From an optimization exercise on the open Yosys and OpenROAD flow, aimed at small area and a short achievable clock period; shortcuts taken in it are not production practice. Where RTL was checked, it was by simulation tests only, not by an equivalence proof against the original. The RTL of run 2 was laid out without a check of its function.

==> flow/design.v (outline; a module is shown in full before it is edited, if it fits) <==
// module lane_fma: 2561 lines
module lane_fma (
    input  wire        clk,
    input  wire        rst,
    input  wire        in_valid,
    input  wire [2:0]  in_op,
    input  wire [1:0]  in_mod,
    input  wire [31:0] in_a,
    input  wire [31:0] in_b,
    input  wire [31:0] in_c,
    output reg         out_valid,
    output reg  [31:0] out_res,
    output reg         out_clamp,
    output reg         out_bad
);
  // ...
==> flow/run.sh <==
#!/bin/bash
# synth_recipe.tcl (not shown) runs the flow's synth.tcl, then flattens the netlist and writes it again
# the make line also repeats each setting of config.mk as NAME=value (left out here)
make -C /OpenROAD-flow-scripts/flow DESIGN_CONFIG=/design/flow/config.mk WORK_HOME=/design/flow/orfs CLKGATE_MAP_FILE= SYNTH_SCRIPT=/design/flow/synth_recipe.tcl finish
==> flow/config.mk <==
export PLATFORM = sky130hd
export DESIGN_NAME = lane_fma
export DESIGN_NICKNAME = lane_fma
export VERILOG_FILES = /design/flow/design.v
export SDC_FILE = /design/flow/constraint.sdc
export NUM_CORES = 4
export LEC_CHECK = 0
export ABC_AREA = 1
export CAP_MARGIN = 20
export CORE_MARGIN = 2
export CORE_UTILIZATION = 55
export SETUP_SLACK_MARGIN = 5
export SLEW_MARGIN = 20
==> flow/constraint.sdc <==
create_clock -name core_clock -period 11.0 [get_ports {clk}]
set_input_delay 2.2000 -clock core_clock [delete_from_list [all_inputs] [get_ports {clk}]]
set_output_delay 2.2000 -clock core_clock [all_outputs]
set_load 0.01 [all_outputs]
==> impl_metrics.tcl, run 1 <==
set metrics [dict create \
    fin_crit_sh_pct 52.50 \
    hold_viol_final 0 \
    rows 101 \
    viasPerCell 5.799 \
    async_flop_share_pct 0 \
    report.final.slew_viol_count 0 \
    clock_skew_ns 0.03976 \
    synth.distinct_cells 69 \
    path_delay_family "adder cells" \
    hpwl_um 112700 \
    synthMuxAreaShare_pct 0.9936 \
    clockBufferDepth 3 \
    n_antenna_cell 1 \
    status "complete, no violations" \
    ant_nets 0 \
    met1_usage_pct 49.93 \
    initial_core_util_pct 55.61 \
    hold_depth 0 \
    max_freq_mhz 173.2 \
    synth_common_cells "1,529 x nand2_1, 795 x inv_1, 474 x nor2_1" \
    yosysMostFrequentCell "nand2_1" \
    yosysWarnings 1 \
    gp_congestion 0.9932 \
    clock-sinks 381 \
    clk_pin_slew_ns 0.07 \
    area_share_nonclk_buffers_pct 4.222 \
    min_to "r3_e76[3]" \
    final_util_pct 60.46 \
]
==> run 2, diff against run 1 <==
--- a/flow/design.v
+++ b/flow/design.v
@@ -42,26 +42,23 @@
     wire p_sign = xs ^ ys;
     wire p_zero = x_zero || y_zero;
     wire p_inf  = x_inf || y_inf;
     wire sp_nan = x_nan || y_nan || z_nan;
     wire sp_hit = sp_nan || p_inf || z_inf || (p_zero && z_zero);
     wire sp_bad = sp_nan || (p_inf && (p_zero || (z_inf && (zs != p_sign))));
     wire sp_inf = p_inf || z_inf;
     wire sp_sgn = p_inf ? p_sign : z_inf ? zs : (p_sign & zs);
-    wire [8:0]        exy_m = {1'b0, xe} + {1'b0, in_b[30:23]};
-    wire signed [10:0] sh_a = $signed({3'b000, xe}) - $signed({3'b000, in_b[30:23]}) + 11'sd27;
-    wire signed [10:0] sh_m = $signed({2'b00, exy_m}) - $signed({3'b000, in_c[30:23]}) - 11'sd100;
-    wire signed [10:0] sh_n = op_add ? sh_a : sh_m;
-    wire              far   = !z_zero && (p_zero || sh_n[10]);
+    wire [9:0]        exy   = {2'b00, xe} + {2'b00, ye};
+    wire signed [10:0] adist = $signed({3'b000, ze}) - $signed({1'b0, exy}) + 11'sd127;
+    wire              far   = !z_zero && (p_zero || (adist > 11'sd27));
+    wire signed [10:0] sh_n  = 11'sd27 - adist;
     wire [6:0]        shamt = far ? 7'd0 : (sh_n > 11'sd76) ? 7'd76 : sh_n[6:0];
-    wire signed [10:0] e76_a = $signed({3'b000, xe}) + 11'sd28;
-    wire signed [10:0] e76_m = $signed({2'b00, exy_m}) - 11'sd99;
     wire signed [10:0] e76  = far ? ($signed({3'b000, ze}) + 11'sd1)
-                                  : (op_add ? e76_a : e76_m);
+                                  : ($signed({1'b0, exy}) - 11'sd99);
     reg        r1_valid;
     reg [1:0]  r1_mod;
     reg        r1_sp_hit, r1_sp_bad, r1_sp_inf, r1_sp_sgn;
     reg        r1_psign, r1_esub, r1_fsticky;
     reg [23:0] r1_mx;
     reg [22:0] r1_yf;
     reg [23:0] r1_mz;
     reg [6:0]  r1_shamt;
@@ -2506,55 +2503,58 @@
     always @(*) begin
         sticky = 1'b0;
         for (k = 0; k < 52; k = k + 1)
             if ({1'b0, r3_lz} < 8'd52 - k[7:0]) sticky = sticky | r3_mag[k];
     end
     wire signed [10:0] epre = r3_e76 - $signed({4'b0000, r3_lz});
     wire        rup  = rbit && (sticky || mant[0]);
     wire        mall = &mant;
-    wire        mcy  = mall && rup;                  
-    wire [22:0] frac = mant[22:0] + {22'd0, rup};    
-    wire [7:0]  eout = epre[7:0] + {7'd0, mcy};
-    wire        fnz  = (|mant[22:0]) || rup;         
-    wire e_lt1 = epre < 11'sd1;
-    wire e_eq0 = epre == 11'sd0;
-    wire e_ovf = (epre > 11'sd254) || ((epre == 11'sd254) && mcy);
-    wire e_gt1 = (epre > 11'sd127) || ((epre == 11'sd127) && (mcy || fnz));
-    wire uf     = !r3_zero && e_lt1;                 
-    wire minn   = uf && e_eq0 && mall;               
-    wire ovf    = !r3_zero && !e_lt1 && e_ovf;       
-    wire normal = !r3_zero && !e_lt1 && !e_ovf;
-    reg [31:0] pre_res;
+    wire        mcy  = mall && rup;
+    wire [23:0] mrnd = mant + {23'd0, rup};
+    wire signed [10:0] ernd = epre + $signed({10'd0, mcy});
+    reg [31:0] ar_res;
+    reg        ar_clamp;
     always @(*) begin
-        if (r3_sp_hit)
-            pre_res = r3_sp_bad ? 32'd0 : {r3_sp_sgn, {8{r3_sp_inf}}, 23'd0};
-        else if (normal)
-            pre_res = {r3_sign, eout, frac};
-        else if (ovf)
-            pre_res = {r3_sign, 31'h7F7F_FFFF};
-        else if (uf)
-            pre_res = {r3_sign, 7'd0, minn, 23'd0};
-        else
-            pre_res = 32'd0;                              
+        ar_clamp = 1'b0;
+        if (r3_zero) begin
+            ar_res = 32'd0;                                  
+        end else if (epre < 11'sd1) begin
+            if (epre == 11'sd0 && mall)
+                ar_res = {r3_sign, 8'h01, 23'd0};
+            else
+                ar_res = {r3_sign, 31'd0};
+        end else if (ernd > 11'sd254) begin
+            ar_res   = {r3_sign, 31'h7F7F_FFFF};
+            ar_clamp = 1'b1;
+        end else begin
+            ar_res = {r3_sign, ernd[7:0], mrnd[22:0]};
+        end
     end
-    wire pre_clamp = !r3_sp_hit && ovf;
-    wire pre_bad   = r3_sp_hit && r3_sp_bad;
-    wire sp_val = r3_sp_inf && !r3_sp_bad;
-    wire sg  = r3_sp_hit ? (r3_sp_sgn && !r3_sp_bad) : (r3_sign && !r3_zero);
-    wire gt1 = r3_sp_hit ? sp_val : (ovf || (normal && e_gt1));
-    wire nz  = r3_sp_hit ? sp_val : (!r3_zero && (!uf || minn));
-    wire m1  = (r3_mod == 2'b01);
-    wire m2  = (r3_mod == 2'b10);
+    wire [31:0] sp_res    = r3_sp_bad ? 32'd0 : {r3_sp_sgn, {8{r3_sp_inf}}, 23'd0};
+    wire [31:0] pre_res   = r3_sp_hit ? sp_res : ar_res;
+    wire        pre_clamp = !r3_sp_hit && ar_clamp;
+    wire        pre_bad   = r3_sp_hit && r3_sp_bad;
+    wire above_one = !pre_res[31] && (pre_res[30:0] > 31'h3F80_0000);
+    wire below_m1  =  pre_res[31] && (pre_res[30:0] > 31'h3F80_0000);
+    wire below_0   =  pre_res[31] && (pre_res[30:0] != 31'd0);
     reg [31:0] lim_res;
     always @(*) begin
-        if ((m1 || m2) && !sg && gt1) lim_res = 32'h3F80_0000;
-        else if (m1 && sg && gt1)      lim_res = 32'hBF80_0000;
-        else if (m2 && sg && nz)       lim_res = 32'd0;
-        else                           lim_res = pre_res;
+        lim_res = pre_res;
+        case (r3_mod)
+            2'b01: begin
+                if (above_one)     lim_res = 32'h3F80_0000;
+                else if (below_m1) lim_res = 32'hBF80_0000;
+            end
+            2'b10: begin
+                if (above_one)     lim_res = 32'h3F80_0000;
+                else if (below_0)  lim_res = 32'd0;
+            end
+            default: ;
+        endcase
     end
     always @(posedge clk) begin
         if (rst) out_valid <= 1'b0;
         else     out_valid <= r3_valid;
         out_res   <= lim_res;
         out_clamp <= pre_clamp;
         out_bad   <= pre_bad;
     end
==> flow/config.mk (replaced) <==
export PLATFORM = sky130hd
export DESIGN_NAME = lane_fma
export DESIGN_NICKNAME = lane_fma
export VERILOG_FILES = /design/flow/design.v
export SDC_FILE = /design/flow/constraint.sdc
export NUM_CORES = 4
export LEC_CHECK = 0
export CAP_MARGIN = 20
export CORE_MARGIN = 2
export CORE_UTILIZATION = 40
export SLEW_MARGIN = 20
==> impl_metrics.tcl, run 2 <==
set metrics [dict create \
    status "complete, no violations" \
    mostFrequentLayoutCell "dfxtp_1" \
    r2r-start "r3_lz[0]" \
    met1_usage_pct 34.73 \
    dr.pass1.iters 9 \
    layout_common_cells "374 x dfxtp_1, 363 x inv_1, 331 x nor2_1, 307 x fa_1, 302 x a22oi_1" \
    cp.required_ns 11.48 \
    clockBufferDepth 3 \
    yosys.area.top_type_share_pct 18.50 \
    end_kind "flop" \
    htreeDepth 2 \
    cts_resized 0 \
    hold_viol_final 0 \
    synth.distinct_cells 118 \
    async_flop_share_pct 0 \
    critical_path_arrival_ns 8.66 \
    die_area_sq_um 105700 \
    grt_use_met3_pct 3.933 \
    report.final.slew_viol_count 0 \
    critPathMaxStageDelay_ns 0.89 \
    min_to "r2_e76[7]" \
    drtIter0Drc 3794 \
    synth_common_cells "381 x dfxtp_1, 364 x inv_1, 332 x nor2_1" \
    clk_pin_slew_ns 0.06 \
    postCtsSetupBuffers 0 \
    hold_depth 0 \
    synth-edff-count 0 \
    gp_congestion 0.9858 \
    grt.overflow.total 0 \
    cts-buffers-inserted 43 \
    layout.nets 5206 \
    portBuffers 138 \
    fillerInstances 10000 \
    hpwl_um 106400 \
    rows 117 \
    die_h_um 325.1 \
    clock_latency_ns 0.61 \
    synth_area_leader_cell "dfxtp_1" \
    rsz0062_at_grt "no" \
    initial_core_util_pct 40.41 \
    grt_pass1_vias 35720 \
    netlist_instances 4667 \
    num_vias 36220 \
    min_path_type "reg2reg" \
    die_w_um 325.1 \
    clock-sinks 381 \
    largest_reg_flops 127 \
    multi_input_area_sq_um 30920 \
    cts-root-buf "clkbuf_16" \
    use_met2_pct 41.73 \
    max_freq_mhz 122.2 \
    yosys-top-cells-area "dfxtp_1 18%, fa_1 15%, xor2_1 6.3%" \
    start_kind "flop" \
    grt_max_degree 80 \
    fin_crit_sh_pct 74.40 \
    crit_fanout 47 \
    clock_skew_ns 0.04092 \
    yosys_register_bits 381 \
    relSlewSlack_pct 21.61 \
    max-cap-violations 0 \
    tns_ns 0 \
    top_regs "r2_q (127), r3_mag (77), out_res (32)" \
    wl_um 142000 \
    drc 0 \
    grt_usage_pct 26.22 \
    yosysWarnings 1 \
    holdCritStartpoint "r1_e76[7]" \
    syn_area_sq_um 41230 \
    top_register "r2_q" \
    syn_area_per_cell_sq_um 8.835 \
    viasPerCell 6.010 \
    synth.net_count 5251 \
    ys.flop_type "dfxtp_1" \
    worstPathCellList "buf_4 > mux4_2 > mux2_2 > inv_1 > mux4_2 > o21ai_0 > nand4bb_1 > or2_2 > nor3_1 > and3_1 > ha_1 > ha_1 > nand2_1 > or4_1 > nor4_1 > o32ai_1 > nor2_1 > nand2_1 > o41ai_1 > nand4_1 > o211ai_1 > a21bo_2 > a211oi_1" \
    crit_slowest_cell "dfxtp_4" \
    num_io_pins 139 \
    ctsHoldBuffers 0 \
    reg2reg_depth 23 \
    crit_type "reg2reg" \
    ant_nets 0 \
    yosysMostFrequentCell "dfxtp_1" \
    register_area_sq_um 7644 \
    setup_viol 0 \
    area_delta_synth_final_pct 9.901 \
    antenna_found_initial 0 \
    ys_seq_area_share_pct 18.50 \
    cts_tree "done" \
    core_area_sq_um 102000 \
    worst_pin_slew_ns 1.173 \
    drive_gt1_share_pct 9.341 \
    grt_pass1_wl_um 218300 \
    whs_ns 0.3233 \
    fin_crit_ns 8.184 \
    grt.busiest_layer "met2" \
    avgRoutedWirePerCell_um 23.56 \
    reg2reg_slack_ns 2.82 \
    rr_endpoint "out_res[21]" \
]
run 2: layout make-up:
| class | count | share of cell area, % |
|---|---|---|
| antenna | 1 | 0.005522 |
| tap | 1368 | 3.777 |
| sequential | 381 | 16.87 |
| clock buffer | 47 | 2.521 |
| clock inverter | 33 | 0.9056 |
| multi-input combinational | 3593 | 68.23 |
| inverter | 373 | 3.090 |
| timing repair buffer | 230 | 4.600 |
run 2: per-layer routing:
layer  vias up  part of all wire (%)
li1      16460                     -
met1     17490                    42
met2      1850                    45
met3       425                   8.1
met4         0                   5.4
met5         -                     0
run 2: kinds of logic (layout without fill, tap and decap cells):
group | Yosys count | after routing | synth area share (%)
fa+ha+maj | 485 | 485 | 20.28
mux | 280 | 280 | 10.16
simple gates | 1184 | 1184 | 14.45
flops | 381 | 381 | 18.50
other cells | 0 | 1 | 0
compound gates | 1136 | 1136 | 19.04
buf+inv | 693 | 683 | 6.785
xor+xnor | 508 | 508 | 10.79
run 2: worst max-delay path: cells and delay by family (launching register included):
kind | cells | cell delay (ns)
adder cells (fa/ha/maj) | 2 | 0.41
AND/OR/NAND/NOR | 10 | 2.93
buffers and inverters | 2 | 0.75
flip-flops | 1 | 0.89
multiplexers | 3 | 1.02
AO/OA/AOI/OAI | 6 | 2.05
run 2: worst max path at each step:
stage,slack (ns),start,to
final,2.82,r3_lz[0],out_res[21]
after global routing,2.09,r3_lz[0],out_res[21]
after CTS,2.82,r3_lz[3],out_res[22]
after detailed placement,2.89,r3_lz[3],out_res[22]
after global placement,3.06,r3_lz[3],out_res[9]
after floorplan,4.51,in_op[2],r1_e76[6]
run 2: metrics by stage:
step           setup slack (ns)  area [sq um]  utilization (%)  std cells
2_1_floorplan             4.511         41230                -       4667
3_3_place_gp              3.063         43730            42.86       5944
3_5_place_dp              2.892         43730            42.86       5944
4_1_cts                   2.815         45280            44.38       6024
5_1_grt                   2.092         45310            44.41       6025
6_report                  2.816         45320            44.41       6026

what the ideal ports hide:
How much do the figures lean on ideal ports? The routed layouts below were timed once more, with nothing changed but the port constraints. Step 1 (the two cells are an assumption about what drives the block):
set clk [get_ports {clk}]
set_driving_cell -lib_cell sky130_fd_sc_hd__clkbuf_16 $clk
set_driving_cell -lib_cell sky130_fd_sc_hd__buf_2 [delete_from_list [all_inputs] $clk]
Step 2 also shifts input and output timing later by t, the mid clock arrival at the registers, as if the neighbouring blocks saw the same clock. Slacks: no drivers / after step 1 / after step 2; pairs: no drivers / after step 1.
| run | shift t [ns] | setup WS [ns] | worst data-port slew with drivers (ns) |
|---|---|---|---|
| run 1 | 0.650 | 5.225 / 5.260 / 4.620 | 0.06 |
| run 2 | 0.663 | 2.816 / 2.816 / 2.816 | 0.05 |
After both steps setup and hold are still met in every run listed. The setup slack of run 1, which loses most, moves by +0.035 ns with the drivers and by -0.605 ns with both steps.
